Context: an optimization exercise on an open-source flow, tuned for small area, a short achievable clock period and few clock cycles per item. The choices shown serve that exercise and are no tape-out recipe. No run shown here included a check of the RTL's function; only the layout flow was run. Power and IR drop assume default switching activity.

==> design/flow/design.v <==
module spindle_lane (
    input  wire        clk,
    input  wire        rst,
    input  wire        in_valid,
    output wire        in_ready,
    input  wire [2:0]  in_op,
    input  wire        in_acc,
    input  wire [15:0] in_a,
    input  wire [1:0]  in_a_tag,
    input  wire [15:0] in_b,
    input  wire [1:0]  in_b_tag,
    input  wire [3:0]  in_shift,
    input  wire        in_i32,
    output reg         out_valid,
    output reg  [31:0] out_data,
    output reg  [1:0]  out_tag,
    output reg         out_cond_valid,
    output reg  [1:0]  out_cond
);
    localparam [2:0] OP_CLR   = 3'd0;
    localparam [2:0] OP_ADD   = 3'd1;
    localparam [2:0] OP_SUB   = 3'd2;
    localparam [2:0] OP_MAC   = 3'd3;
    localparam [2:0] OP_MSUB  = 3'd4;
    localparam [2:0] OP_CMP   = 3'd5;
    localparam [2:0] OP_SIGN  = 3'd6;
    localparam [2:0] OP_STORE = 3'd7;
    assign in_ready = 1'b1;
    wire in_addsub = (in_op == OP_ADD) | (in_op == OP_SUB);
    wire in_flip   = (in_op == OP_ADD) | (in_op == OP_MSUB);
    wire [16:0] bx = {in_b, 1'b0};
    wire [7:0]  d_one, d_two, d_neg;
    genvar gi;
    generate
        for (gi = 0; gi < 8; gi = gi + 1) begin : g_booth
            wire b2 = bx[2*gi+2];
            wire b1 = bx[2*gi+1];
            wire b0 = bx[2*gi];
            wire one_b = b1 ^ b0;
            wire two_b = (b2 & ~b1 & ~b0) | (~b2 & b1 & b0);
            if (gi == 7) begin : g_top
                assign d_one[gi] = one_b & ~in_addsub;
                assign d_two[gi] = two_b | in_addsub;
                assign d_neg[gi] = (b2 | in_addsub) ^ in_flip;
            end else begin : g_low
                assign d_one[gi] = one_b & ~in_addsub;
                assign d_two[gi] = two_b & ~in_addsub;
                assign d_neg[gi] = (b2 & ~in_addsub) ^ in_flip;
            end
        end
    endgenerate
    reg        a_v;
    reg [2:0]  a_op;
    reg        a_acc;
    reg [15:0] a_a;
    reg [7:0]  bone, btwo, bneg;
    reg        a_ainv, a_binv;
    reg [3:0]  a_shift;
    reg        a_i32;
    always @(posedge clk) begin
        a_v     <= in_valid & ~rst;
        a_op    <= in_op;
        a_acc   <= in_acc;
        a_a     <= in_a;
        bone    <= d_one;
        btwo    <= d_two;
        bneg    <= d_neg;
        a_ainv  <= in_a_tag[1];
        a_binv  <= in_b_tag[1];
        a_shift <= in_shift;
        a_i32   <= in_i32;
    end
    wire is_add  = (a_op == OP_ADD);
    wire is_sub  = (a_op == OP_SUB);
    wire is_mac  = (a_op == OP_MAC);
    wire is_msub = (a_op == OP_MSUB);
    wire [16:0] ax = {a_a[15], a_a};      
    wire [16:0] pp0, pp1, pp2, pp3, pp4, pp5, pp6, pp7;
    function [16:0] ppsel(input one, input two, input neg, input [16:0] m);
        ppsel = (({17{one}} & m) | ({17{two}} & {m[15:0], 1'b0})) ^ {17{neg}};
    endfunction
    assign pp0 = ppsel(bone[0], btwo[0], bneg[0], ax);
    assign pp1 = ppsel(bone[1], btwo[1], bneg[1], ax);
    assign pp2 = ppsel(bone[2], btwo[2], bneg[2], ax);
    assign pp3 = ppsel(bone[3], btwo[3], bneg[3], ax);
    assign pp4 = ppsel(bone[4], btwo[4], bneg[4], ax);
    assign pp5 = ppsel(bone[5], btwo[5], bneg[5], ax);
    assign pp6 = ppsel(bone[6], btwo[6], bneg[6], ax);
    assign pp7 = ppsel(bone[7], btwo[7], bneg[7], ax);
    wire [40:0] ps, pc;
    wire hs0 = pp0[10] ^ pp1[8];
    wire hc0 = pp0[10] & pp1[8];
    wire hs1 = pp0[11] ^ pp1[9];
    wire hc1 = pp0[11] & pp1[9];
    wire fs0 = pp0[12] ^ pp1[10] ^ pp2[8];
    wire fc0 = (pp0[12] & pp1[10]) | (pp0[12] & pp2[8]) | (pp1[10] & pp2[8]);
    wire hs2 = pp3[6] ^ pp4[4];
    wire hc2 = pp3[6] & pp4[4];
    wire fs1 = pp0[13] ^ pp1[11] ^ pp2[9];
    wire fc1 = (pp0[13] & pp1[11]) | (pp0[13] & pp2[9]) | (pp1[11] & pp2[9]);
    wire hs3 = pp3[7] ^ pp4[5];
    wire hc3 = pp3[7] & pp4[5];
    wire fs2 = pp0[14] ^ pp1[12] ^ pp2[10];
    wire fc2 = (pp0[14] & pp1[12]) | (pp0[14] & pp2[10]) | (pp1[12] & pp2[10]);
    wire fs3 = pp3[8] ^ pp4[6] ^ pp5[4];
    wire fc3 = (pp3[8] & pp4[6]) | (pp3[8] & pp5[4]) | (pp4[6] & pp5[4]);
    wire hs4 = pp6[2] ^ pp7[0];
    wire hc4 = pp6[2] & pp7[0];
    wire fs4 = pp0[15] ^ pp1[13] ^ pp2[11];
    wire fc4 = (pp0[15] & pp1[13]) | (pp0[15] & pp2[11]) | (pp1[13] & pp2[11]);
    wire fs5 = pp3[9] ^ pp4[7] ^ pp5[5];
    wire fc5 = (pp3[9] & pp4[7]) | (pp3[9] & pp5[5]) | (pp4[7] & pp5[5]);
    wire hs5 = pp6[3] ^ pp7[1];
    wire hc5 = pp6[3] & pp7[1];
    wire fs6 = ~pp0[16] ^ pp1[14] ^ pp2[12];
    wire fc6 = (~pp0[16] & pp1[14]) | (~pp0[16] & pp2[12]) | (pp1[14] & pp2[12]);
    wire fs7 = pp3[10] ^ pp4[8] ^ pp5[6];
    wire fc7 = (pp3[10] & pp4[8]) | (pp3[10] & pp5[6]) | (pp4[8] & pp5[6]);
    wire fs8 = pp6[4] ^ pp7[2] ^ 1'b1;
    wire fc8 = (pp6[4] & pp7[2]) | (pp6[4] & 1'b1) | (pp7[2] & 1'b1);
    wire fs9 = pp1[15] ^ pp2[13] ^ pp3[11];
    wire fc9 = (pp1[15] & pp2[13]) | (pp1[15] & pp3[11]) | (pp2[13] & pp3[11]);
    wire fs10 = pp4[9] ^ pp5[7] ^ pp6[5];
    wire fc10 = (pp4[9] & pp5[7]) | (pp4[9] & pp6[5]) | (pp5[7] & pp6[5]);
    wire hs6 = pp7[3] ^ 1'b1;
    wire hc6 = pp7[3] & 1'b1;
    wire fs11 = ~pp1[16] ^ pp2[14] ^ pp3[12];
    wire fc11 = (~pp1[16] & pp2[14]) | (~pp1[16] & pp3[12]) | (pp2[14] & pp3[12]);
    wire fs12 = pp4[10] ^ pp5[8] ^ pp6[6];
    wire fc12 = (pp4[10] & pp5[8]) | (pp4[10] & pp6[6]) | (pp5[8] & pp6[6]);
    wire fs13 = pp2[15] ^ pp3[13] ^ pp4[11];
    wire fc13 = (pp2[15] & pp3[13]) | (pp2[15] & pp4[11]) | (pp3[13] & pp4[11]);
    wire hs7 = pp5[9] ^ pp6[7];
    wire hc7 = pp5[9] & pp6[7];
    wire fs14 = ~pp2[16] ^ pp3[14] ^ pp4[12];
    wire fc14 = (~pp2[16] & pp3[14]) | (~pp2[16] & pp4[12]) | (pp3[14] & pp4[12]);
    wire hs8 = pp3[15] ^ pp4[13];
    wire hc8 = pp3[15] & pp4[13];
    wire hs9 = pp0[6] ^ pp1[4];
    wire hc9 = pp0[6] & pp1[4];
    wire hs10 = pp0[7] ^ pp1[5];
    wire hc10 = pp0[7] & pp1[5];
    wire fs15 = pp0[8] ^ pp1[6] ^ pp2[4];
    wire fc15 = (pp0[8] & pp1[6]) | (pp0[8] & pp2[4]) | (pp1[6] & pp2[4]);
    wire hs11 = pp3[2] ^ pp4[0];
    wire hc11 = pp3[2] & pp4[0];
    wire fs16 = pp0[9] ^ pp1[7] ^ pp2[5];
    wire fc16 = (pp0[9] & pp1[7]) | (pp0[9] & pp2[5]) | (pp1[7] & pp2[5]);
    wire hs12 = pp3[3] ^ pp4[1];
    wire hc12 = pp3[3] & pp4[1];
    wire fs17 = hs0 ^ pp2[6] ^ pp3[4];
    wire fc17 = (hs0 & pp2[6]) | (hs0 & pp3[4]) | (pp2[6] & pp3[4]);
    wire fs18 = pp4[2] ^ pp5[0] ^ bneg[5];
    wire fc18 = (pp4[2] & pp5[0]) | (pp4[2] & bneg[5]) | (pp5[0] & bneg[5]);
    wire fs19 = hs1 ^ pp2[7] ^ pp3[5];
    wire fc19 = (hs1 & pp2[7]) | (hs1 & pp3[5]) | (pp2[7] & pp3[5]);
    wire fs20 = pp4[3] ^ pp5[1] ^ hc0;
    wire fc20 = (pp4[3] & pp5[1]) | (pp4[3] & hc0) | (pp5[1] & hc0);
    wire fs21 = fs0 ^ hs2 ^ pp5[2];
    wire fc21 = (fs0 & hs2) | (fs0 & pp5[2]) | (hs2 & pp5[2]);
    wire fs22 = pp6[0] ^ bneg[6] ^ hc1;
    wire fc22 = (pp6[0] & bneg[6]) | (pp6[0] & hc1) | (bneg[6] & hc1);
    wire fs23 = fs1 ^ hs3 ^ pp5[3];
    wire fc23 = (fs1 & hs3) | (fs1 & pp5[3]) | (hs3 & pp5[3]);
    wire fs24 = pp6[1] ^ fc0 ^ hc2;
    wire fc24 = (pp6[1] & fc0) | (pp6[1] & hc2) | (fc0 & hc2);
    wire fs25 = fs2 ^ fs3 ^ hs4;
    wire fc25 = (fs2 & fs3) | (fs2 & hs4) | (fs3 & hs4);
    wire fs26 = bneg[7] ^ fc1 ^ hc3;
    wire fc26 = (bneg[7] & fc1) | (bneg[7] & hc3) | (fc1 & hc3);
    wire fs27 = fs4 ^ fs5 ^ hs5;
    wire fc27 = (fs4 & fs5) | (fs4 & hs5) | (fs5 & hs5);
    wire fs28 = fc2 ^ fc3 ^ hc4;
    wire fc28 = (fc2 & fc3) | (fc2 & hc4) | (fc3 & hc4);
    wire fs29 = fs6 ^ fs7 ^ fs8;
    wire fc29 = (fs6 & fs7) | (fs6 & fs8) | (fs7 & fs8);
    wire fs30 = fc4 ^ fc5 ^ hc5;
    wire fc30 = (fc4 & fc5) | (fc4 & hc5) | (fc5 & hc5);
    wire fs31 = fs9 ^ fs10 ^ hs6;
    wire fc31 = (fs9 & fs10) | (fs9 & hs6) | (fs10 & hs6);
    wire fs32 = fc6 ^ fc7 ^ fc8;
    wire fc32 = (fc6 & fc7) | (fc6 & fc8) | (fc7 & fc8);
    wire fs33 = fs11 ^ fs12 ^ pp7[4];
    wire fc33 = (fs11 & fs12) | (fs11 & pp7[4]) | (fs12 & pp7[4]);
    wire fs34 = fc9 ^ fc10 ^ hc6;
    wire fc34 = (fc9 & fc10) | (fc9 & hc6) | (fc10 & hc6);
    wire fs35 = fs13 ^ hs7 ^ pp7[5];
    wire fc35 = (fs13 & hs7) | (fs13 & pp7[5]) | (hs7 & pp7[5]);
    wire fs36 = fc11 ^ fc12 ^ 1'b1;
    wire fc36 = (fc11 & fc12) | (fc11 & 1'b1) | (fc12 & 1'b1);
    wire fs37 = fs14 ^ pp5[10] ^ pp6[8];
    wire fc37 = (fs14 & pp5[10]) | (fs14 & pp6[8]) | (pp5[10] & pp6[8]);
    wire fs38 = pp7[6] ^ fc13 ^ hc7;
    wire fc38 = (pp7[6] & fc13) | (pp7[6] & hc7) | (fc13 & hc7);
    wire fs39 = hs8 ^ pp5[11] ^ pp6[9];
    wire fc39 = (hs8 & pp5[11]) | (hs8 & pp6[9]) | (pp5[11] & pp6[9]);
    wire fs40 = pp7[7] ^ fc14 ^ 1'b1;
    wire fc40 = (pp7[7] & fc14) | (pp7[7] & 1'b1) | (fc14 & 1'b1);
    wire fs41 = ~pp3[16] ^ pp4[14] ^ pp5[12];
    wire fc41 = (~pp3[16] & pp4[14]) | (~pp3[16] & pp5[12]) | (pp4[14] & pp5[12]);
    wire fs42 = pp6[10] ^ pp7[8] ^ hc8;
    wire fc42 = (pp6[10] & pp7[8]) | (pp6[10] & hc8) | (pp7[8] & hc8);
    wire fs43 = pp4[15] ^ pp5[13] ^ pp6[11];
    wire fc43 = (pp4[15] & pp5[13]) | (pp4[15] & pp6[11]) | (pp5[13] & pp6[11]);
    wire hs13 = pp7[9] ^ 1'b1;
    wire hc13 = pp7[9] & 1'b1;
    wire fs44 = ~pp4[16] ^ pp5[14] ^ pp6[12];
    wire fc44 = (~pp4[16] & pp5[14]) | (~pp4[16] & pp6[12]) | (pp5[14] & pp6[12]);
    wire hs14 = pp5[15] ^ pp6[13];
    wire hc14 = pp5[15] & pp6[13];
    wire hs15 = pp0[4] ^ pp1[2];
    wire hc15 = pp0[4] & pp1[2];
    wire hs16 = pp0[5] ^ pp1[3];
    wire hc16 = pp0[5] & pp1[3];
    wire fs45 = hs9 ^ pp2[2] ^ pp3[0];
    wire fc45 = (hs9 & pp2[2]) | (hs9 & pp3[0]) | (pp2[2] & pp3[0]);
    wire fs46 = hs10 ^ pp2[3] ^ pp3[1];
    wire fc46 = (hs10 & pp2[3]) | (hs10 & pp3[1]) | (pp2[3] & pp3[1]);
    wire fs47 = fs15 ^ hs11 ^ bneg[4];
    wire fc47 = (fs15 & hs11) | (fs15 & bneg[4]) | (hs11 & bneg[4]);
    wire fs48 = fs16 ^ hs12 ^ fc15;
    wire fc48 = (fs16 & hs12) | (fs16 & fc15) | (hs12 & fc15);
    wire fs49 = fs17 ^ fs18 ^ fc16;
    wire fc49 = (fs17 & fs18) | (fs17 & fc16) | (fs18 & fc16);
    wire fs50 = fs19 ^ fs20 ^ fc17;
    wire fc50 = (fs19 & fs20) | (fs19 & fc17) | (fs20 & fc17);
    wire fs51 = fs21 ^ fs22 ^ fc19;
    wire fc51 = (fs21 & fs22) | (fs21 & fc19) | (fs22 & fc19);
    wire fs52 = fs23 ^ fs24 ^ fc21;
    wire fc52 = (fs23 & fs24) | (fs23 & fc21) | (fs24 & fc21);
    wire fs53 = fs25 ^ fs26 ^ fc23;
    wire fc53 = (fs25 & fs26) | (fs25 & fc23) | (fs26 & fc23);
    wire fs54 = fs27 ^ fs28 ^ fc25;
    wire fc54 = (fs27 & fs28) | (fs27 & fc25) | (fs28 & fc25);
    wire fs55 = fs29 ^ fs30 ^ fc27;
    wire fc55 = (fs29 & fs30) | (fs29 & fc27) | (fs30 & fc27);
    wire fs56 = fs31 ^ fs32 ^ fc29;
    wire fc56 = (fs31 & fs32) | (fs31 & fc29) | (fs32 & fc29);
    wire fs57 = fs33 ^ fs34 ^ fc31;
    wire fc57 = (fs33 & fs34) | (fs33 & fc31) | (fs34 & fc31);
    wire fs58 = fs35 ^ fs36 ^ fc33;
    wire fc58 = (fs35 & fs36) | (fs35 & fc33) | (fs36 & fc33);
    wire fs59 = fs37 ^ fs38 ^ fc35;
    wire fc59 = (fs37 & fs38) | (fs37 & fc35) | (fs38 & fc35);
    wire fs60 = fs39 ^ fs40 ^ fc37;
    wire fc60 = (fs39 & fs40) | (fs39 & fc37) | (fs40 & fc37);
    wire fs61 = fs41 ^ fs42 ^ fc39;
    wire fc61 = (fs41 & fs42) | (fs41 & fc39) | (fs42 & fc39);
    wire fs62 = fs43 ^ hs13 ^ fc41;
    wire fc62 = (fs43 & hs13) | (fs43 & fc41) | (hs13 & fc41);
    wire fs63 = fs44 ^ pp7[10] ^ fc43;
    wire fc63 = (fs44 & pp7[10]) | (fs44 & fc43) | (pp7[10] & fc43);
    wire fs64 = hs14 ^ pp7[11] ^ fc44;
    wire fc64 = (hs14 & pp7[11]) | (hs14 & fc44) | (pp7[11] & fc44);
    wire fs65 = ~pp5[16] ^ pp6[14] ^ pp7[12];
    wire fc65 = (~pp5[16] & pp6[14]) | (~pp5[16] & pp7[12]) | (pp6[14] & pp7[12]);
    wire hs17 = pp6[15] ^ pp7[13];
    wire hc17 = pp6[15] & pp7[13];
    wire hs18 = pp0[2] ^ pp1[0];
    wire hc18 = pp0[2] & pp1[0];
    wire hs19 = pp0[3] ^ pp1[1];
    wire hc19 = pp0[3] & pp1[1];
    wire fs66 = hs15 ^ pp2[0] ^ bneg[2];
    wire fc66 = (hs15 & pp2[0]) | (hs15 & bneg[2]) | (pp2[0] & bneg[2]);
    wire fs67 = hs16 ^ pp2[1] ^ hc15;
    wire fc67 = (hs16 & pp2[1]) | (hs16 & hc15) | (pp2[1] & hc15);
    wire fs68 = fs45 ^ bneg[3] ^ hc16;
    wire fc68 = (fs45 & bneg[3]) | (fs45 & hc16) | (bneg[3] & hc16);
    wire fs69 = fs46 ^ hc9 ^ fc45;
    wire fc69 = (fs46 & hc9) | (fs46 & fc45) | (hc9 & fc45);
    wire fs70 = fs47 ^ hc10 ^ fc46;
    wire fc70 = (fs47 & hc10) | (fs47 & fc46) | (hc10 & fc46);
    wire fs71 = fs48 ^ hc11 ^ fc47;
    wire fc71 = (fs48 & hc11) | (fs48 & fc47) | (hc11 & fc47);
    wire fs72 = fs49 ^ hc12 ^ fc48;
    wire fc72 = (fs49 & hc12) | (fs49 & fc48) | (hc12 & fc48);
    wire fs73 = fs50 ^ fc18 ^ fc49;
    wire fc73 = (fs50 & fc18) | (fs50 & fc49) | (fc18 & fc49);
    wire fs74 = fs51 ^ fc20 ^ fc50;
    wire fc74 = (fs51 & fc20) | (fs51 & fc50) | (fc20 & fc50);
    wire fs75 = fs52 ^ fc22 ^ fc51;
    wire fc75 = (fs52 & fc22) | (fs52 & fc51) | (fc22 & fc51);
    wire fs76 = fs53 ^ fc24 ^ fc52;
    wire fc76 = (fs53 & fc24) | (fs53 & fc52) | (fc24 & fc52);
    wire fs77 = fs54 ^ fc26 ^ fc53;
    wire fc77 = (fs54 & fc26) | (fs54 & fc53) | (fc26 & fc53);
    wire fs78 = fs55 ^ fc28 ^ fc54;
    wire fc78 = (fs55 & fc28) | (fs55 & fc54) | (fc28 & fc54);
    wire fs79 = fs56 ^ fc30 ^ fc55;
    wire fc79 = (fs56 & fc30) | (fs56 & fc55) | (fc30 & fc55);
    wire fs80 = fs57 ^ fc32 ^ fc56;
    wire fc80 = (fs57 & fc32) | (fs57 & fc56) | (fc32 & fc56);
    wire fs81 = fs58 ^ fc34 ^ fc57;
    wire fc81 = (fs58 & fc34) | (fs58 & fc57) | (fc34 & fc57);
    wire fs82 = fs59 ^ fc36 ^ fc58;
    wire fc82 = (fs59 & fc36) | (fs59 & fc58) | (fc36 & fc58);
    wire fs83 = fs60 ^ fc38 ^ fc59;
    wire fc83 = (fs60 & fc38) | (fs60 & fc59) | (fc38 & fc59);
    wire fs84 = fs61 ^ fc40 ^ fc60;
    wire fc84 = (fs61 & fc40) | (fs61 & fc60) | (fc40 & fc60);
    wire fs85 = fs62 ^ fc42 ^ fc61;
    wire fc85 = (fs62 & fc42) | (fs62 & fc61) | (fc42 & fc61);
    wire fs86 = fs63 ^ hc13 ^ fc62;
    wire fc86 = (fs63 & hc13) | (fs63 & fc62) | (hc13 & fc62);
    wire fs87 = fs64 ^ fc63 ^ 1'b1;
    wire fc87 = (fs64 & fc63) | (fs64 & 1'b1) | (fc63 & 1'b1);
    wire fs88 = fs65 ^ hc14 ^ fc64;
    wire fc88 = (fs65 & hc14) | (fs65 & fc64) | (hc14 & fc64);
    wire fs89 = hs17 ^ fc65 ^ 1'b1;
    wire fc89 = (hs17 & fc65) | (hs17 & 1'b1) | (fc65 & 1'b1);
    wire fs90 = ~pp6[16] ^ pp7[14] ^ hc17;
    wire fc90 = (~pp6[16] & pp7[14]) | (~pp6[16] & hc17) | (pp7[14] & hc17);
    wire hs20 = pp7[15] ^ 1'b1;
    wire hc20 = pp7[15] & 1'b1;
    assign ps = {1'b1, 1'b1, 1'b1, 1'b1, 1'b1, 1'b1, 1'b1, 1'b1, 1'b1, 1'b1, ~pp7[16], hs20, fs90, fs89, fs88, fs87, fs86, fs85, fs84, fs83, fs82, fs81, fs80, fs79, fs78, fs77, fs76, fs75, fs74, fs73, fs72, fs71, fs70, fs69, fs68, fs67, fs66, hs19, hs18, pp0[1], pp0[0]};
    assign pc = {1'b0, 1'b0, 1'b0, 1'b0, 1'b0, 1'b0, 1'b0, 1'b0, 1'b0, 1'b0, hc20, fc90, fc89, fc88, fc87, fc86, fc85, fc84, fc83, fc82, fc81, fc80, fc79, fc78, fc77, fc76, fc75, fc74, fc73, fc72, fc71, fc70, fc69, fc68, fc67, fc66, hc19, hc18, bneg[1], 1'b0, bneg[0]};
    localparam LO = 8;
    wire [LO:0] plo = {1'b0, ps[LO-1:0]} + {1'b0, pc[LO-1:0]};
    wire reads_inv = a_ainv | ((is_mac | is_msub) & a_binv);
    reg        b_arith, b_clr, b_cmp, b_sign, b_store;
    reg        b_inv;
    reg [3:0]  b_shift;
    reg        b_i32;
    reg [40:0] b_ps, b_pc;         
    reg [LO:0] b_plo;              
    always @(posedge clk) begin
        b_arith <= a_v & ~rst & (is_add | is_sub | is_mac | is_msub);
        b_clr   <= a_v & ~rst & (a_op == OP_CLR);
        b_cmp   <= a_v & ~rst & (a_op == OP_CMP);
        b_sign  <= a_v & ~rst & (a_op == OP_SIGN);
        b_store <= a_v & ~rst & (a_op == OP_STORE);
        b_inv   <= reads_inv;
        b_shift <= a_shift;
        b_i32   <= a_i32;
        b_ps    <= ps;
        b_pc    <= pc;
        b_plo   <= plo;
    end
    reg [40:0] xr, yr;
    reg        xr_g, xr_gn, xr_inv;    
    reg        yr_g, yr_gn, yr_inv;    
    reg        xmap;
    reg        rst_q;
    wire [40:0] x = xr;
    wire [40:0] y = yr;
    wire x_inv = xr_inv;
    wire y_inv = yr_inv;
    wire x_guard = xr_g | (x[40] ^ x[39]);
    wire y_guard = yr_g | (y[40] ^ y[39]);
    wire x_gneg  = xr_g ? xr_gn : x[40];
    wire [30:LO] cs_s = x[30:LO] ^ b_ps[30:LO] ^ b_pc[30:LO];
    wire [30:LO] cs_c = (x[30:LO] & b_ps[30:LO]) | (x[30:LO] & b_pc[30:LO]) |
                        (b_ps[30:LO] & b_pc[30:LO]);
    wire [31:0]  lo   = {1'b0, cs_s, x[LO-1:0]} +
                        {1'b0, cs_c[29:LO], b_plo[LO:0]};
    wire [9:0]  x_hi = x[40:31];
    wire [9:0]  hi_m = x_hi - 10'd1;
    wire [9:0]  hi_p = x_hi + 10'd1;
    wire [9:0]  hi_a = cs_c[30] ? x_hi : hi_m;    
    wire [9:0]  hi_b = cs_c[30] ? hi_p : x_hi;    
    wire [40:0] sum  = {lo[31] ? hi_b : hi_a, lo[30:0]};
    wire        sx     = x[40];
    wire [40:0] yy     = sx ? y : ~y;
    wire [41:0] cz     = {x[40], x} + {yy[40], yy};
    wire        cmp_gt = sx ? cz[41] : ~cz[41];
    wire        x_zero = (x == 41'd0);
    wire [3:0]         sk = {b_shift[3], ~b_shift[2:0]};
    wire signed [31:0] xs = x[39:8];
    wire signed [31:0] v  = xs >>> sk;
    wire q_hi = ~v[31] & (|v[30:15]);
    wire q_lo =  v[31] & ~(&v[30:15]);
    reg [31:0] st_data;
    reg [1:0]  st_tag;
    always @(*) begin
        if (x_guard) begin
            if (b_i32)
                st_data = x_gneg ? 32'h8000_0000 : 32'h7fff_ffff;
            else
                st_data = x_gneg ? 32'hffff_8000 : 32'h0000_7fff;
            st_tag = 2'b11;
        end else if (b_i32) begin
            st_data = v;
            st_tag  = {x_inv, 1'b0};
        end else if (q_hi) begin
            st_data = 32'h0000_7fff;
            st_tag  = {x_inv, 1'b1};
        end else if (q_lo) begin
            st_data = 32'hffff_8000;
            st_tag  = {x_inv, 1'b1};
        end else begin
            st_data = {{16{v[15]}}, v[15:0]};
            st_tag  = {x_inv, 1'b0};
        end
    end
    wire        keep  = ~b_clr & ~rst_q;         
    wire        nx_g  = keep & (b_arith ? x_guard : xr_g);
    wire        nx_gn = keep & (b_arith ? x_gneg  : xr_gn);
    wire        nx_inv = keep & (xr_inv | (b_arith & b_inv));
    wire [40:0] nx_hold = keep ? xr : 41'd0;
    wire [40:0] ny      = rst_q ? 41'd0 : yr;
    wire        ny_g    = ~rst_q & yr_g;
    wire        ny_gn   = ~rst_q & yr_gn;
    wire        ny_inv  = ~rst_q & yr_inv;
    wire same    = (a_acc == xmap);              
    wire add_x   =  same & b_arith & ~rst_q;     
    wire add_y   = ~same & b_arith & ~rst_q;     
    wire [40:0] xr_alt = same ? nx_hold : ny;
    wire [40:0] yr_alt = same ? ny : nx_hold;
    always @(posedge clk) begin
        rst_q  <= rst;
        xmap   <= a_acc;
        xr     <= add_x ? sum : xr_alt;
        yr     <= add_y ? sum : yr_alt;
        xr_g   <= same ? nx_g   : ny_g;
        xr_gn  <= same ? nx_gn  : ny_gn;
        xr_inv <= same ? nx_inv : ny_inv;
        yr_g   <= same ? ny_g   : nx_g;
        yr_gn  <= same ? ny_gn  : nx_gn;
        yr_inv <= same ? ny_inv : nx_inv;
    end
    always @(posedge clk) begin
        out_valid      <= ~rst & (b_cmp | b_sign | b_store);
        out_data       <= st_data;
        out_tag        <= st_tag;
        out_cond_valid <= b_cmp ? ~(x_guard | x_inv | y_guard | y_inv)
                                : ~(x_guard | x_inv);
        out_cond       <= b_cmp ? {1'b0, cmp_gt}
                                : (x_zero ? 2'b00 : (x[40] ? 2'b11 : 2'b01));
    end
endmodule
==> design/flow/flow/run.sh <==
#!/bin/bash
# The standard layout (standard.sh: ORFS synthesis to finish), with
# these make settings on top:
#  - CTS_*: clock-tree clustering;
set -euo pipefail
bash standard.sh SETUP_SLACK_MARGIN=8.7 CORE_UTILIZATION=70 PLACE_DENSITY=0.78 CTS_CLUSTER_SIZE=25 CTS_CLUSTER_DIAMETER=200 'BUFFER_PORTS_ARGS=-buffer_cell sky130_fd_sc_hd__buf_1' finish > standard.log 2>&1
==> design/flow/standard.sh <==
#!/bin/bash
# synth_recipe.tcl (not shown) runs the flow's synth.tcl, then flattens the netlist and writes it again
# the make line also repeats each setting of config.mk as NAME=value (left out here)
make -C /OpenROAD-flow-scripts/flow DESIGN_CONFIG=/design/flow/config.mk WORK_HOME=/design/flow/orfs CLKGATE_MAP_FILE= SYNTH_SCRIPT=/design/flow/synth_recipe.tcl "${@:-finish}"
==> design/flow/config.mk <==
export PLATFORM = sky130hd
export DESIGN_NAME = spindle_lane
export DESIGN_NICKNAME = spindle_lane
export VERILOG_FILES = /design/flow/design.v
export SDC_FILE = /design/flow/constraint.sdc
export NUM_CORES = 4
export LEC_CHECK = 0
export CAP_MARGIN = 20
export CORE_MARGIN = 2
export CORE_UTILIZATION = 40
export SLEW_MARGIN = 20
==> design/flow/constraint.sdc <==
create_clock -name core_clock -period 12.0 [get_ports {clk}]
set_input_delay 2.4000 -clock core_clock [delete_from_list [all_inputs] [get_ports {clk}]]
set_output_delay 2.4000 -clock core_clock [all_outputs]
set_load 0.01 [all_outputs]
==> flow_results.xml, run 1 <==
<?xml version="1.0" encoding="UTF-8"?>
<metrics>
  <group name="outcome">
    <metric name="run_status" unit="">finished clean</metric>
  </group>
  <group name="worst_setup_path">
    <metric name="reg2reg_from" unit="">b_ps[8]</metric>
    <metric name="setup.worst_path.start_class" unit="">register</metric>
    <metric name="arrival" unit="ns">3.77</metric>
    <metric name="setup.worst_path.start" unit="">b_ps[8]</metric>
    <metric name="setup.worst_path.end" unit="">xr[36]</metric>
    <metric name="rr_worst_depth" unit="">12</metric>
    <metric name="endpoint_kind" unit="">register</metric>
    <metric name="reg2reg_setup_slack" unit="ns">8.59</metric>
    <metric name="worst-setup-path-type" unit="">register to register</metric>
    <metric name="critical_path_peak_fanout" unit="">5</metric>
    <metric name="worst_ep_required_time" unit="ns">12.36</metric>
    <metric name="r2r-end" unit="">xr[36]</metric>
  </group>
  <group name="die">
    <metric name="core_area" unit="um^2">25300</metric>
    <metric name="floorplan.initialDensity" unit="">0.716</metric>
    <metric name="die_h" unit="um">165</metric>
    <metric name="die_area" unit="um^2">27100</metric>
    <metric name="io-pin-count" unit="">87</metric>
    <metric name="chipWidth" unit="um">165</metric>
    <metric name="core.rowCount" unit="">58</metric>
  </group>
  <group name="clocking">
    <metric name="clock_tree.htree_level_count" unit="">1</metric>
    <metric name="worst_skew_pair.late_latency" unit="ns">0.49</metric>
    <metric name="cts_buffer_depth" unit="">3</metric>
    <metric name="cts_hold_buffers" unit="">0</metric>
    <metric name="cts_root_buf" unit="">sky130_fd_sc_hd__clkbuf_16</metric>
    <metric name="clkSinkCount" unit="">246</metric>
    <metric name="cts.reportedPaths.clkPinSlew" unit="ns">0.10</metric>
    <metric name="cts_buffers" unit="">13</metric>
    <metric name="tritoncts" unit="">done</metric>
  </group>
  <group name="power">
    <metric name="fraction_of_power_spent_switching_nets" unit="">0.456</metric>
    <metric name="intPower" unit="W">0.00265</metric>
    <metric name="switching_power" unit="W">0.00222</metric>
    <metric name="leakage" unit="nW">7.98</metric>
    <metric name="power.share.combinational" unit="">0.655</metric>
    <metric name="pwr_density_cell" unit="nW/um^2">247</metric>
    <metric name="clockPowerShare" unit="">0.098</metric>
    <metric name="peakVddDrop" unit="mV">0.140</metric>
    <metric name="power.share.sequential" unit="">0.247</metric>
  </group>
  <group name="global_route">
    <metric name="globalRouteTotalUtil" unit="">0.353</metric>
    <metric name="grt_busiest_layer" unit="">met2</metric>
    <metric name="number_of_global_route_vias_before_repair" unit="">14800</metric>
    <metric name="use_met2" unit="">0.593</metric>
    <metric name="grt.met3_usage" unit="">0.0517</metric>
    <metric name="largest_net_degree_at_the_start_of_global_routing" unit="">68</metric>
    <metric name="grt_first_pass_wirelength" unit="um">76300</metric>
    <metric name="grtUsageMet1" unit="">0.447</metric>
    <metric name="number_of_antenna_violations_at_the_first_check_in_global_routing" unit="">0</metric>
    <metric name="global_route.overflow_total" unit="">0</metric>
  </group>
  <group name="route">
    <metric name="antenna_violating_nets_post_route" unit="">0</metric>
    <metric name="vias" unit="">15400</metric>
    <metric name="drt-pass1-iter-count" unit="">8</metric>
    <metric name="remaining_drc_errors" unit="">0</metric>
    <metric name="drt_wl_total" unit="um">48600</metric>
    <metric name="via_per_inst" unit="">6.50</metric>
    <metric name="detail_route.wl_per_cell" unit="um">20.5</metric>
    <metric name="detailedRoute.firstIterationViolations" unit="">1525</metric>
  </group>
  <group name="placement">
    <metric name="place.detailed.instances" unit="">2308</metric>
    <metric name="port_buffers" unit="">83</metric>
    <metric name="routabilityCongestion" unit="">0.919</metric>
    <metric name="detailed_place_hpwl" unit="um">33700</metric>
    <metric name="postPlaceCellArea" unit="um^2">18300</metric>
  </group>
  <group name="synthesis">
    <metric name="synthesized_netlist_cell_count" unit="">2040</metric>
    <metric name="synth.yosys.seq_area_share" unit="">0.272</metric>
    <metric name="cell_area_after_synthesis" unit="um^2">18100</metric>
    <metric name="post_synth_num_cell_types" unit="">80</metric>
    <metric name="post-synth-top-area-fraction" unit="">0.272</metric>
    <metric name="synth_seq_cells" unit="">246</metric>
    <metric name="synthesis.yosys.warnings" unit="">1</metric>
    <metric name="yosysTopAreaCell" unit="">sky130_fd_sc_hd__dfxtp_1</metric>
    <metric name="yosys-top-cells-area" unit="">sky130_fd_sc_hd__dfxtp_1 (27%), sky130_fd_sc_hd__fa_1 (12%), sky130_fd_sc_hd__xnor2_1 (8.4%)</metric>
    <metric name="postSynth.asyncResetShare" unit="">0</metric>
    <metric name="postSynthNetCount" unit="">2298</metric>
    <metric name="syn_area_per_cell" unit="um^2">8.86</metric>
    <metric name="synth_enable_flop_cells" unit="">0</metric>
    <metric name="synth_top_flop_cell" unit="">sky130_fd_sc_hd__dfxtp_1</metric>
  </group>
  <group name="sta">
    <metric name="grt_setup_unrepaired" unit="">yes</metric>
    <metric name="period_needed" unit="ns">3.41</metric>
    <metric name="setup_viol_count_final" unit="">0</metric>
    <metric name="setup_tns" unit="ns">0</metric>
    <metric name="worst_slew_margin_rel" unit="">0.178</metric>
    <metric name="finalHoldViolCount" unit="">0</metric>
    <metric name="worstMarginPinSlew" unit="ns">1.23</metric>
    <metric name="fin_skew" unit="ns">0.0177</metric>
    <metric name="maxClockFrequency" unit="MHz">294</metric>
    <metric name="report.final.slew_viol_count" unit="">0</metric>
    <metric name="finalCritPeriodShare" unit="">0.284</metric>
  </group>
  <group name="final_layout">
    <metric name="fillerInstances" unit="">1762</metric>
    <metric name="design.final.nets" unit="">2295</metric>
    <metric name="drive_above_1_share" unit="">0.149</metric>
    <metric name="layout.cells.non_filler" unit="">2366</metric>
    <metric name="n_antenna_cell" unit="">0</metric>
    <metric name="postLayoutCellArea" unit="um^2">19800</metric>
    <metric name="synthToLayoutAreaGrowth" unit="%">9.25</metric>
  </group>
  <group name="worst_hold_path">
    <metric name="hold_path_startpoint" unit="">a_shift[1]</metric>
    <metric name="hold_path_class" unit="">register to register</metric>
  </group>
  <group name="run">
    <metric name="maxCapViolCount" unit="">0</metric>
  </group>
</metrics>
[power groups by stage]
stage	clock network (W)	logic, W	registers (W)
finish	0.000479	0.00319	0.00120
global route	0.000513	0.00352	0.00122
CTS	0.000486	0.00295	0.00120
detailed placement	0	0.00267	0.00122
global placement	0	0.00259	0.00121
floorplan	0	0.00209	0.00112
[layer usage]
layer,up-vias,wire length (um),share of wire
li1,7116,-,-
met1,7286,19100,0.39
met2,802,23100,0.48
met3,179,4080,0.084
met4,0,2330,0.048
met5,-,0,0
[cell families (layout without fill, tap and decap cells)]
| kind of cell | count (synthesis) | count (layout) | synth area share |
|---|---|---|---|
| AO/OA/AOI/OAI | 564 | 565 | 0.209 |
| XOR/XNOR | 228 | 228 | 0.110 |
| adder cells (fa/ha/maj) | 210 | 210 | 0.190 |
| buffers and inverters | 290 | 285 | 0.0633 |
| flip-flops | 246 | 246 | 0.272 |
| multiplexers | 64 | 64 | 0.0464 |
| other | 1 | 1 | 0.000207 |
| AND/OR/NAND/NOR | 437 | 437 | 0.108 |
[per-stage QoR]
step / power, W / hold slack, ns / setup WS [ns] / util
global placement: 0.00380 / 0.311 / 7.79 / 0.725
global route: 0.00526 / 0.338 / 8.47 / 0.782
floorplan: 0.00321 / 0.310 / 8.65 / -
detailed placement: 0.00389 / 0.313 / 7.73 / 0.725
finish: 0.00487 / 0.332 / 8.59 / 0.782
CTS: 0.00463 / 0.335 / 8.59 / 0.761
[cells in the mapped netlist, types with 10 or more instances]
cell type and number:
sky130_fd_sc_hd__a211o_1 10, sky130_fd_sc_hd__a211oi_1 12, sky130_fd_sc_hd__a21o_1 23, sky130_fd_sc_hd__a21oi_1 111, sky130_fd_sc_hd__a221oi_1 23, sky130_fd_sc_hd__a22oi_1 153, sky130_fd_sc_hd__a31oi_1 12, sky130_fd_sc_hd__clkbuf_1 142
sky130_fd_sc_hd__dfxtp_1 246, sky130_fd_sc_hd__fa_1 107, sky130_fd_sc_hd__ha_1 103, sky130_fd_sc_hd__inv_1 123, sky130_fd_sc_hd__mux2_2 14, sky130_fd_sc_hd__mux2i_1 34, sky130_fd_sc_hd__mux4_2 14, sky130_fd_sc_hd__nand2_1 146
sky130_fd_sc_hd__nand2b_1 14, sky130_fd_sc_hd__nand3_1 27, sky130_fd_sc_hd__nand4_1 13, sky130_fd_sc_hd__nor2_1 147, sky130_fd_sc_hd__nor2b_1 20, sky130_fd_sc_hd__nor3_1 22, sky130_fd_sc_hd__nor4_1 17, sky130_fd_sc_hd__o21a_1 11
sky130_fd_sc_hd__o21ai_0 115, sky130_fd_sc_hd__o21ai_1 14, sky130_fd_sc_hd__xnor2_1 173, sky130_fd_sc_hd__xor2_1 55
[worst min path at each step]
stage | depth (start not counted) | slack [ns] | to
global placement | 0 | 0.31 | b_i32
CTS | 0 | 0.34 | b_shift[2]
floorplan | 0 | 0.31 | b_i32
finish | 0 | 0.33 | b_shift[1]
detailed placement | 0 | 0.31 | b_shift[3]
global route | 0 | 0.34 | b_shift[1]
[area by class of cell]
type                            count  area, um^2  share of cell area
Multi-Input combinational cell   1505       12400               0.630
Clock buffer                       13         325              0.0165
Tap cell                          330         413              0.0209
Clock inverter                      1        30.0             0.00152
Timing Repair inverter              2        10.0            0.000507
Inverter                          125         479              0.0243
Sequential cell                   246        5100               0.258
Timing Repair Buffer              144         952              0.0482
[flip-flops by register name (all words and copies together), names as in the netlist, 2 cells and up]
signal / flops
bneg: 8
b_ps: 23
bone: 8
b_shift: 4
out_tag: 2
yr: 41
out_cond: 2
a_op: 3
b_pc: 23
a_shift: 4
xr: 41
btwo: 8
b_plo: 9
a_a: 16
out_data: 32
[critical path: stages (launching register included)]
cell and delay, ns:
sky130_fd_sc_hd__dfxtp_2 0.34, sky130_fd_sc_hd__fa_1 0.58, sky130_fd_sc_hd__ha_4 0.23, sky130_fd_sc_hd__a21oi_2 0.13, sky130_fd_sc_hd__o21ai_1 0.10, sky130_fd_sc_hd__a31oi_2 0.17
sky130_fd_sc_hd__o211ai_1 0.19, sky130_fd_sc_hd__buf_4 0.18, sky130_fd_sc_hd__a2111o_1 0.56, sky130_fd_sc_hd__a21oi_4 0.29, sky130_fd_sc_hd__o22ai_4 0.13, sky130_fd_sc_hd__a221oi_2 0.26
sky130_fd_sc_hd__o22ai_1 0.13
[timing repair]
item                                    in CTS  in global routing
endpoints found under the setup margin     137                121
buffers inserted                            19                 22
pin swaps                                   25                 23
gates resized for setup                    149                 97
cloned                                       1                  2
[placed cells by master (no fill, tap or decap), types with 12 or more instances in the layout]
| master | synthesis | layout |
|---|---|---|
| sky130_fd_sc_hd__nand2b_1 | 14 | 14 |
| sky130_fd_sc_hd__nor2_1 | 147 | 140 |
| sky130_fd_sc_hd__mux4_2 | 14 | 14 |
| sky130_fd_sc_hd__nor2b_1 | 20 | 20 |
| sky130_fd_sc_hd__fa_1 | 107 | 107 |
| sky130_fd_sc_hd__a21o_1 | 23 | 23 |
| sky130_fd_sc_hd__nand3_1 | 27 | 23 |
| sky130_fd_sc_hd__nand4_1 | 13 | 13 |
| sky130_fd_sc_hd__a221oi_1 | 23 | 22 |
| sky130_fd_sc_hd__dfxtp_2 | 0 | 36 |
| sky130_fd_sc_hd__xor2_1 | 55 | 52 |
| sky130_fd_sc_hd__ha_1 | 103 | 93 |
| sky130_fd_sc_hd__clkbuf_16 | 0 | 13 |
| sky130_fd_sc_hd__o21ai_0 | 115 | 105 |
| sky130_fd_sc_hd__a21oi_1 | 111 | 106 |
| sky130_fd_sc_hd__o21ai_1 | 14 | 21 |
| sky130_fd_sc_hd__nand2_1 | 146 | 145 |
| sky130_fd_sc_hd__mux2i_1 | 34 | 33 |
| sky130_fd_sc_hd__dfxtp_1 | 246 | 176 |
| sky130_fd_sc_hd__inv_1 | 123 | 121 |
| sky130_fd_sc_hd__nor3_1 | 22 | 20 |
| sky130_fd_sc_hd__buf_4 | 3 | 54 |
| sky130_fd_sc_hd__a22oi_1 | 153 | 152 |
| sky130_fd_sc_hd__xnor2_1 | 173 | 169 |
| sky130_fd_sc_hd__buf_6 | 5 | 19 |
| sky130_fd_sc_hd__nor4_1 | 17 | 16 |
| sky130_fd_sc_hd__mux2_2 | 14 | 12 |
| sky130_fd_sc_hd__buf_2 | 4 | 26 |
| sky130_fd_sc_hd__dfxtp_4 | 0 | 34 |
| sky130_fd_sc_hd__buf_1 | 9 | 43 |
==> run 2, diff against run 1 <==
--- a/design/flow/design.v
+++ b/design/flow/design.v
@@ -54,5 +54,6 @@
     reg        a_acc;
     reg [15:0] a_a;
-    reg [7:0]  bone, btwo, bneg;
+    reg [7:0]  bone, btwo, bneg;       
+    reg [7:0]  bone_h, btwo_h, bneg_h;  
     reg        a_ainv, a_binv;
     reg [3:0]  a_shift;
@@ -66,4 +67,7 @@
         btwo    <= d_two;
         bneg    <= d_neg;
+        bone_h  <= d_one & {8{in_valid}};
+        btwo_h  <= d_two & {8{in_valid}};
+        bneg_h  <= d_neg & {8{in_valid}};
         a_ainv  <= in_a_tag[1];
         a_binv  <= in_b_tag[1];
@@ -77,15 +81,18 @@
     wire [16:0] ax = {a_a[15], a_a};      
     wire [16:0] pp0, pp1, pp2, pp3, pp4, pp5, pp6, pp7;
-    function [16:0] ppsel(input one, input two, input neg, input [16:0] m);
-        ppsel = (({17{one}} & m) | ({17{two}} & {m[15:0], 1'b0})) ^ {17{neg}};
+    function [16:0] ppsel(input one, input two, input neg,
+                          input one_h, input two_h, input neg_h,
+                          input [16:0] m);
+        ppsel = {(({8{one_h}} & m[16:9]) | ({8{two_h}} & m[15:8])) ^ {8{neg_h}},
+                 (({9{one}}   & m[8:0])  | ({9{two}}   & {m[7:0], 1'b0})) ^ {9{neg}}};
     endfunction
-    assign pp0 = ppsel(bone[0], btwo[0], bneg[0], ax);
-    assign pp1 = ppsel(bone[1], btwo[1], bneg[1], ax);
-    assign pp2 = ppsel(bone[2], btwo[2], bneg[2], ax);
-    assign pp3 = ppsel(bone[3], btwo[3], bneg[3], ax);
-    assign pp4 = ppsel(bone[4], btwo[4], bneg[4], ax);
-    assign pp5 = ppsel(bone[5], btwo[5], bneg[5], ax);
-    assign pp6 = ppsel(bone[6], btwo[6], bneg[6], ax);
-    assign pp7 = ppsel(bone[7], btwo[7], bneg[7], ax);
+    assign pp0 = ppsel(bone[0], btwo[0], bneg[0], bone_h[0], btwo_h[0], bneg_h[0], ax);
+    assign pp1 = ppsel(bone[1], btwo[1], bneg[1], bone_h[1], btwo_h[1], bneg_h[1], ax);
+    assign pp2 = ppsel(bone[2], btwo[2], bneg[2], bone_h[2], btwo_h[2], bneg_h[2], ax);
+    assign pp3 = ppsel(bone[3], btwo[3], bneg[3], bone_h[3], btwo_h[3], bneg_h[3], ax);
+    assign pp4 = ppsel(bone[4], btwo[4], bneg[4], bone_h[4], btwo_h[4], bneg_h[4], ax);
+    assign pp5 = ppsel(bone[5], btwo[5], bneg[5], bone_h[5], btwo_h[5], bneg_h[5], ax);
+    assign pp6 = ppsel(bone[6], btwo[6], bneg[6], bone_h[6], btwo_h[6], bneg_h[6], ax);
+    assign pp7 = ppsel(bone[7], btwo[7], bneg[7], bone_h[7], btwo_h[7], bneg_h[7], ax);
     wire [40:0] ps, pc;
     wire hs0 = pp0[10] ^ pp1[8];
@@ -315,6 +322,4 @@
     assign ps = {1'b1, 1'b1, 1'b1, 1'b1, 1'b1, 1'b1, 1'b1, 1'b1, 1'b1, 1'b1, ~pp7[16], hs20, fs90, fs89, fs88, fs87, fs86, fs85, fs84, fs83, fs82, fs81, fs80, fs79, fs78, fs77, fs76, fs75, fs74, fs73, fs72, fs71, fs70, fs69, fs68, fs67, fs66, hs19, hs18, pp0[1], pp0[0]};
     assign pc = {1'b0, 1'b0, 1'b0, 1'b0, 1'b0, 1'b0, 1'b0, 1'b0, 1'b0, 1'b0, hc20, fc90, fc89, fc88, fc87, fc86, fc85, fc84, fc83, fc82, fc81, fc80, fc79, fc78, fc77, fc76, fc75, fc74, fc73, fc72, fc71, fc70, fc69, fc68, fc67, fc66, hc19, hc18, bneg[1], 1'b0, bneg[0]};
-    localparam LO = 8;
-    wire [LO:0] plo = {1'b0, ps[LO-1:0]} + {1'b0, pc[LO-1:0]};
     wire reads_inv = a_ainv | ((is_mac | is_msub) & a_binv);
     reg        b_arith, b_clr, b_cmp, b_sign, b_store;
@@ -322,6 +327,5 @@
     reg [3:0]  b_shift;
     reg        b_i32;
-    reg [40:0] b_ps, b_pc;         
-    reg [LO:0] b_plo;              
+    reg [40:0] b_ps, b_pc;
     always @(posedge clk) begin
         b_arith <= a_v & ~rst & (is_add | is_sub | is_mac | is_msub);
@@ -335,5 +339,4 @@
         b_ps    <= ps;
         b_pc    <= pc;
-        b_plo   <= plo;
     end
     reg [40:0] xr, yr;
@@ -349,9 +352,8 @@
     wire y_guard = yr_g | (y[40] ^ y[39]);
     wire x_gneg  = xr_g ? xr_gn : x[40];
-    wire [30:LO] cs_s = x[30:LO] ^ b_ps[30:LO] ^ b_pc[30:LO];
-    wire [30:LO] cs_c = (x[30:LO] & b_ps[30:LO]) | (x[30:LO] & b_pc[30:LO]) |
-                        (b_ps[30:LO] & b_pc[30:LO]);
-    wire [31:0]  lo   = {1'b0, cs_s, x[LO-1:0]} +
-                        {1'b0, cs_c[29:LO], b_plo[LO:0]};
+    wire [30:0] cs_s = x[30:0] ^ b_ps[30:0] ^ b_pc[30:0];
+    wire [30:0] cs_c = (x[30:0] & b_ps[30:0]) | (x[30:0] & b_pc[30:0]) |
+                       (b_ps[30:0] & b_pc[30:0]);
+    wire [31:0] lo   = {1'b0, cs_s} + {1'b0, cs_c[29:0], 1'b0};
     wire [9:0]  x_hi = x[40:31];
     wire [9:0]  hi_m = x_hi - 10'd1;
==> flow_results.xml, run 2 <==
<?xml version="1.0" encoding="UTF-8"?>
<metrics>
  <group name="final_layout">
    <metric name="synthToLayoutAreaGrowth" unit="%">7.06</metric>
    <metric name="fillerInstances" unit="">1950</metric>
    <metric name="largestRegisters" unit="">xr (41), yr (41), out_data (32)</metric>
    <metric name="ff_latch_area" unit="um^2">5690</metric>
    <metric name="drive_above_1_share" unit="">0.125</metric>
    <metric name="multiInputGateArea" unit="um^2">12600</metric>
    <metric name="n_antenna_cell" unit="">0</metric>
    <metric name="design.final.nets" unit="">2332</metric>
    <metric name="layout_common_cells" unit="">sky130_fd_sc_hd__dfxtp_1 (207), sky130_fd_sc_hd__xnor2_1 (155), sky130_fd_sc_hd__nand2_1 (147)</metric>
    <metric name="most_common_cell_after_layout_fill_and_taps_aside" unit="">sky130_fd_sc_hd__dfxtp_1</metric>
  </group>
  <group name="route">
    <metric name="drt-pass1-iter-count" unit="">7</metric>
    <metric name="remaining_drc_errors" unit="">0</metric>
    <metric name="detail_route.wl_per_cell" unit="um">20.1</metric>
    <metric name="antenna_violating_nets_post_route" unit="">0</metric>
    <metric name="drt_wl_total" unit="um">48500</metric>
    <metric name="vias" unit="">15700</metric>
    <metric name="detailedRoute.firstIterationViolations" unit="">1636</metric>
    <metric name="via_per_inst" unit="">6.48</metric>
  </group>
  <group name="synthesis">
    <metric name="synth_top_flop_cell" unit="">sky130_fd_sc_hd__dfxtp_1</metric>
    <metric name="most_numerous_cell_in_the_yosys_netlist" unit="">sky130_fd_sc_hd__dfxtp_1</metric>
    <metric name="synth.yosys.seq_area_share" unit="">0.291</metric>
    <metric name="yosysTopAreaCell" unit="">sky130_fd_sc_hd__dfxtp_1</metric>
    <metric name="synth_enable_flop_cells" unit="">0</metric>
    <metric name="yosys-top-cells-area" unit="">sky130_fd_sc_hd__dfxtp_1 (29%), sky130_fd_sc_hd__fa_1 (12%), sky130_fd_sc_hd__xnor2_1 (7.2%)</metric>
    <metric name="postSynth.asyncResetShare" unit="">0</metric>
    <metric name="synthesized_netlist_cell_count" unit="">2121</metric>
    <metric name="synth_cell_count_leaders" unit="">sky130_fd_sc_hd__dfxtp_1 (276), sky130_fd_sc_hd__clkbuf_1 (159), sky130_fd_sc_hd__xnor2_1 (157)</metric>
    <metric name="synth_seq_cells" unit="">276</metric>
    <metric name="synthesis.yosys.warnings" unit="">1</metric>
    <metric name="post-synth-top-area-fraction" unit="">0.291</metric>
    <metric name="post_synth_num_cell_types" unit="">80</metric>
    <metric name="syn_area_per_cell" unit="um^2">8.95</metric>
    <metric name="postSynthNetCount" unit="">2378</metric>
    <metric name="cell_area_after_synthesis" unit="um^2">19000</metric>
  </group>
  <group name="power">
    <metric name="peakVddDrop" unit="mV">0.148</metric>
    <metric name="switching_power" unit="W">0.00212</metric>
    <metric name="pwr_density_cell" unit="nW/um^2">233</metric>
    <metric name="power.share.sequential" unit="">0.277</metric>
    <metric name="clockPowerShare" unit="">0.114</metric>
    <metric name="leakage" unit="nW">8.20</metric>
    <metric name="power.share.combinational" unit="">0.609</metric>
    <metric name="intPower" unit="W">0.00261</metric>
    <metric name="fraction_of_power_spent_switching_nets" unit="">0.449</metric>
  </group>
  <group name="clocking">
    <metric name="tritoncts" unit="">done</metric>
    <metric name="cts_buffer_depth" unit="">3</metric>
    <metric name="clkSinkCount" unit="">276</metric>
    <metric name="cts_root_buf" unit="">sky130_fd_sc_hd__clkbuf_16</metric>
    <metric name="clock_tree.htree_level_count" unit="">1</metric>
    <metric name="worst_skew_pair.late_latency" unit="ns">0.51</metric>
    <metric name="cts_buffers" unit="">15</metric>
    <metric name="cts.reportedPaths.clkPinSlew" unit="ns">0.11</metric>
  </group>
  <group name="die">
    <metric name="floorplan.initialDensity" unit="">0.708</metric>
    <metric name="die_h" unit="um">169</metric>
    <metric name="chipWidth" unit="um">169</metric>
    <metric name="core.rowCount" unit="">60</metric>
    <metric name="core_area" unit="um^2">26800</metric>
    <metric name="io-pin-count" unit="">87</metric>
    <metric name="die_area" unit="um^2">28400</metric>
  </group>
  <group name="worst_setup_path">
    <metric name="timing.critical_path.max_delay_family" unit="">flip-flops</metric>
    <metric name="setup.worst_path.start_class" unit="">register</metric>
    <metric name="cells_along_the_critical_path" unit="">buf_2</metric>
    <metric name="crit_slowest_cell" unit="">sky130_fd_sc_hd__dfxtp_1</metric>
    <metric name="worst-path-buf-inv" unit="">1</metric>
    <metric name="arrival" unit="ns">0.97</metric>
    <metric name="worst-setup-path-type" unit="">register to primary output</metric>
    <metric name="worst_ep_required_time" unit="ns">9.60</metric>
    <metric name="endpoint_kind" unit="">primary output</metric>
    <metric name="critical_path_peak_fanout" unit="">1</metric>
    <metric name="cpPeakStageDelay" unit="ns">0.33</metric>
  </group>
  <group name="sta">
    <metric name="worst_slew_margin_rel" unit="">0.279</metric>
    <metric name="finalCritPeriodShare" unit="">0.281</metric>
    <metric name="finalHoldViolCount" unit="">0</metric>
    <metric name="setup_viol_count_final" unit="">0</metric>
    <metric name="worstMarginPinSlew" unit="ns">1.08</metric>
    <metric name="report.final.slew_viol_count" unit="">0</metric>
    <metric name="worst_hold_margin" unit="ns">0.317</metric>
    <metric name="setup_tns" unit="ns">0</metric>
    <metric name="period_needed" unit="ns">3.37</metric>
    <metric name="maxClockFrequency" unit="MHz">297</metric>
    <metric name="post-route-worst-setup-slack" unit="ns">8.63</metric>
    <metric name="grt_setup_unrepaired" unit="">yes</metric>
    <metric name="fin_skew" unit="ns">0.0242</metric>
  </group>
  <group name="placement">
    <metric name="detailedPlace.worstSlack" unit="ns">7.86</metric>
    <metric name="detailed_place_hpwl" unit="um">34900</metric>
    <metric name="routabilityCongestion" unit="">0.933</metric>
    <metric name="port_buffers" unit="">83</metric>
  </group>
  <group name="global_route">
    <metric name="globalRouteTotalUtil" unit="">0.333</metric>
    <metric name="global_route.overflow_total" unit="">0</metric>
    <metric name="number_of_global_route_vias_before_repair" unit="">15400</metric>
    <metric name="number_of_antenna_violations_at_the_first_check_in_global_routing" unit="">0</metric>
    <metric name="grt_first_pass_wirelength" unit="um">77200</metric>
    <metric name="largest_net_degree_at_the_start_of_global_routing" unit="">67</metric>
  </group>
  <group name="run">
    <metric name="maxCapViolCount" unit="">0</metric>
  </group>
  <group name="outcome">
    <metric name="run_status" unit="">finished clean</metric>
  </group>
  <group name="worst_hold_path">
    <metric name="hold_path_class" unit="">register to register</metric>
  </group>
</metrics>
==> run 2: cell count changes after synthesis, sizes merged, moves of 11 or more <==
cell,previous run,this run
a21oi,112,142
and2,2,32
dfxtp,246,276
nor2,147,127
o21ai,130,113
xnor2,173,157
clkbuf,144,159
a22oi,154,141
a21o,24,36
nor3,22,33
==> run 2: layout make-up <==
| type | instances | area share |
|---|---|---|
| clock inverter | 2 | 0.00191 |
| timing repair buffer | 121 | 0.0372 |
| multi-input combinational | 1536 | 0.618 |
| inverter | 125 | 0.0233 |
| tap | 341 | 0.0210 |
| clock buffer | 16 | 0.0187 |
| sequential | 276 | 0.280 |
==> run 2: routing by layer <==
| metal | routed length (um) | global-route usage | share of wire |
|---|---|---|---|
| met5 | 0 | 0 | 0 |
| met4 | 2310 | 0.160 | 0.048 |
| met3 | 3620 | 0.0517 | 0.075 |
| met2 | 23700 | 0.585 | 0.49 |
| met1 | 18900 | 0.401 | 0.39 |
==> run 2: through the flow <==
stage / util / cells / area (um^2) / total power, W
after detailed placement: 0.716 / 2376 / 19200 / 0.00389
final: 0.758 / 2417 / 20300 / 0.00473
after global routing: 0.758 / 2417 / 20300 / 0.00512
after floorplan: - / 2121 / 19100 / 0.00326
after global placement: 0.716 / 2376 / 19200 / 0.00376
after CTS: 0.747 / 2406 / 20000 / 0.00462
==> run 2: final timing paths <==
path,slack [ns],startpoint,cells past startpoint,to
max reg2reg,8.64,xr[5],11,xr[39]
max,8.63,out_data[3],1,out_data[3]
min reg2reg,0.32,a_shift[0],0,b_shift[0]
min,0.32,a_shift[0],0,b_shift[0]
==> run 2: power by group through the flow <==
| stage | clock [W] | sequential, W | combinational [W] |
|---|---|---|---|
| 2_1_floorplan | 0 | 0.00123 | 0.00203 |
| 3_3_place_gp | 0 | 0.00132 | 0.00244 |
| 3_5_place_dp | 0 | 0.00133 | 0.00256 |
| 4_1_cts | 0.000547 | 0.00131 | 0.00276 |
| 5_1_grt | 0.000579 | 0.00133 | 0.00321 |
| 6_report | 0.000540 | 0.00131 | 0.00288 |
==> run 2: cells by family (layout without fill, tap and decap cells) <==
logic type / after synthesis / count (layout) / share of synthesized area
other: 1 / 1 / 0.000198
XOR/XNOR: 217 / 217 / 0.100
buffers and inverters: 311 / 264 / 0.0651
AO/OA/AOI/OAI: 576 / 577 / 0.202
AND/OR/NAND/NOR: 468 / 469 / 0.116
multiplexers: 63 / 63 / 0.0420
flip-flops: 276 / 276 / 0.291
adder cells (fa/ha/maj): 209 / 209 / 0.183
==> run 2: what timing repair did <==
item | in CTS | in global routing
setup endpoints to repair | 152 | 117
gates cloned | 0 | 2
buffers inserted | 12 | 9
pin swaps | 11 | 11
gates resized for setup | 125 | 77
hold buffers | 0 | 0

separate check: timing with driven ports:
The flow's constraints put no driver on any port. The routed layouts listed below were extracted and timed again, unchanged, in two steps. Step 1: set_driving_cell puts a clkbuf_16 on clk and a buf_2 on each other input, an assumption about the parent block. Step 2 times the ports against the registers' clock, not the clock port: input delays grow and output delays shrink by t, the midpoint of the rising clock arrivals with the driver on. Slacks: no drivers / after step 1 / after step 2; pairs: no drivers / after step 1.
run	t (ns)	slack for setup (ns)	worst setup path at the end	cell pins on the clock port's net
run 1	0.536	8.594 / 8.594 / 8.367	input to register	1
run 2	0.557	8.634 / 8.579 / 8.241	input to register	1
After both steps every run listed still meets setup and hold. The setup slack of run 2, which loses most, moves by -0.055 ns with the drivers and by -0.393 ns with both steps.
